What follows belongs to an exercise in optimizing a design on an open flow for a short achievable clock period and few clock cycles; a production flow would make more cautious choices.
RTL that was checked went through simulation tests only; none was proved equivalent to the original.
Power is estimated from default activity; no workload was simulated.

Design chk_crc_ctx, start of the top module:
module chk_crc_ctx (
    input  wire        clk,
    input  wire        rst,
    input  wire        in_valid,
    output wire        in_ready,
    input  wire [1:0]  in_op,
    input  wire [63:0] in_data,
    input  wire [3:0]  in_nbytes,
    input  wire        in_last,
    input  wire [5:0]  cfg_width_m1,
    input  wire        cfg_refin,
    input  wire        cfg_refout,
    input  wire        cfg_compare_en,
    input  wire [63:0] cfg_poly,
    input  wire [63:0] cfg_init,
    input  wire [63:0] cfg_xorout,
    input  wire [63:0] cfg_expect,
    output reg         res_valid,
    output reg  [63:0] res_value,
    output reg         res_mismatch,
    output reg         res_param_err,
    output reg  [31:0] res_bytes,
    output reg  [15:0] res_mismatches
);
Settings: LEC_CHECK=0, CAP_MARGIN=20, CORE_MARGIN=2, CORE_UTILIZATION=45, CTS_CLUSTER_DIAMETER=150, CTS_CLUSTER_SIZE=20, PLACE_DENSITY=0.5, SETUP_SLACK_MARGIN=0.5, SLEW_MARGIN=20; clock period 44.0 ns.
standard.sh (not shown) runs the stock make flow with config.mk's settings and CLKGATE_MAP_FILE= SYNTH_SCRIPT=/design/flow/synth_recipe.tcl, a recipe that flattens the netlist after the stock synthesis.
==> flow/flow/run.sh <==
#!/bin/bash
# The standard layout, with the port buffers made of sky130_fd_sc_hd__buf_4
# cells instead of the resizer's default pick. Tool output goes to
# standard.log here and to ORFS's own logs under orfs/logs.
set -euo pipefail
bash standard.sh "BUFFER_PORTS_ARGS=-buffer_cell sky130_fd_sc_hd__buf_4" finish > standard.log 2>&1
Testbench counts at the start, summed over its fixed seeds: cycles 8,270.
Rerun with:
Settings changed: CORE_UTILIZATION 45 to 30, CTS_CLUSTER_DIAMETER 150 to default, CTS_CLUSTER_SIZE 20 to default, PLACE_DENSITY 0.5 to 0.38.
=> Synthesized cell count is unchanged. Hold slack gets worse by 0.023 ns. Count of clock-buffer cells in the layout came out higher by 144. Utilization falls by 15 points. Power rose by 12%. Non-clock buffer count goes up by 49. Design area went up by 4.4%. Die area is higher by about 50%. Routed wire length increases by 12%. Final cell count rose by about 11%.

---

== alpha ==
chk_crc_ctx, a different RTL version from the one above (not shown whole).
Size in the first run: ~18,000 cells after synthesis, about 140,000 um^2 of cells after synthesis.
==> flow/config.mk <==
export PLATFORM = sky130hd
export DESIGN_NAME = chk_crc_ctx
export DESIGN_NICKNAME = chk_crc_ctx
export VERILOG_FILES = /design/flow/design.v
export SDC_FILE = /design/flow/constraint.sdc
export NUM_CORES = 4
export LEC_CHECK = 0
export CAP_MARGIN = 20
export CORE_MARGIN = 2
export CORE_UTILIZATION = 30
export PLACE_DENSITY = 0.38
export SETUP_SLACK_MARGIN = 0.5
export SLEW_MARGIN = 20
==> flow/constraint.sdc <==
create_clock -name core_clock -period 44.0 [get_ports {clk}]
set_input_delay 8.8000 -clock core_clock [delete_from_list [all_inputs] [get_ports {clk}]]
set_output_delay 8.8000 -clock core_clock [all_outputs]
set_load 0.01 [all_outputs]
Scripts as last shown in full above: flow/flow/run.sh
alpha completed end to end with timing, DRC and antenna clean.
### alpha -> beta
# alpha
export LEC_CHECK = 0
export CAP_MARGIN = 20
export CORE_MARGIN = 2
export CORE_UTILIZATION = 30
export PLACE_DENSITY = 0.38
export SETUP_SLACK_MARGIN = 0.5
export SLEW_MARGIN = 20
create_clock -name core_clock -period 44.0 [get_ports {clk}]
# beta
export LEC_CHECK = 0
export CAP_MARGIN = 20
export CORE_MARGIN = 2
export CORE_UTILIZATION = 30
export SETUP_SLACK_MARGIN = 0.5
export SLEW_MARGIN = 20
create_clock -name core_clock -period 44.0 [get_ports {clk}]
==> flow/run.sh (new file) <==
#!/bin/bash
# synth_recipe.tcl (not shown) runs the flow's synth.tcl, then flattens the netlist and writes it again
# the make line also repeats each setting of config.mk as NAME=value (left out here)
make -C /OpenROAD-flow-scripts/flow DESIGN_CONFIG=/design/flow/config.mk WORK_HOME=/design/flow/orfs CLKGATE_MAP_FILE= SYNTH_SCRIPT=/design/flow/synth_recipe.tcl finish
removed: flow/flow/run.sh
removed: flow/standard.sh
- beta: done, clean on timing, DRC and antenna
- alpha was carried through to the last stage, and its layout satisfied the timing, design-rule and antenna checks.
- beta ended with less met1 layer wirelength in the final routing than alpha.
- Delta (beta minus alpha): placed wire-length estimate decreased by 14% relative to the old numbers; first-iteration DRC count rose 5,565; part of the power in registers rose by 0.9 points.
- alpha has a higher met2 wire length than beta.
- Total routing resource utilization after global routing ended up 4.3 points lower on beta than on alpha.
- Going from alpha to beta, total power shrank by a few percent.
- Comparing alpha with beta, the I/O pin count came out essentially unchanged.
- beta -> alpha: core utilization flat
- When beta is measured against alpha, its setup slack turns out 0.43 ns lower.
- beta -> alpha: final design instance area without fill flat
No run of this note included a check of the RTL's function; only the layout flow was run.

## afterwards: timing with drivers on the ports
The flow's constraints put no driver on any port. The routed layouts listed below were extracted and timed again, unchanged, in two steps.
Step 1 (the two cells are an assumption about what drives the block):
set clk [get_ports {clk}]
set_driving_cell -lib_cell sky130_fd_sc_hd__clkbuf_16 $clk
set_driving_cell -lib_cell sky130_fd_sc_hd__buf_2 [delete_from_list [all_inputs] $clk]
Step 2 adds t to the input delays and takes it off the output delays; t is the mean of the earliest and latest rising clock arrival at the registers after step 1. Input paths then give back, and output paths get back, about the clock's delay inside the block.
Slacks: no drivers / after step 1 / after step 2; pairs: no drivers / after step 1.
run | t (ns) | setup slack, ns | worst setup path after step 2 | worst slew at a driven data input, ns | cell pins on the clock port's net
the first run of note 1 | 0.876 | 33.942 / 33.840 / 34.716 | register to output | 0.07 | 1
the second run of note 1 | 0.972 | 33.842 / 33.726 / 34.698 | register to output | 0.07 | 1
alpha | 0.948 | 33.867 / 33.759 / 34.707 | register to output | 0.06 | 1
beta | 0.960 | 33.440 / 33.319 / 34.279 | register to output | 0.06 | 1
After both steps every run listed still meets setup and hold.
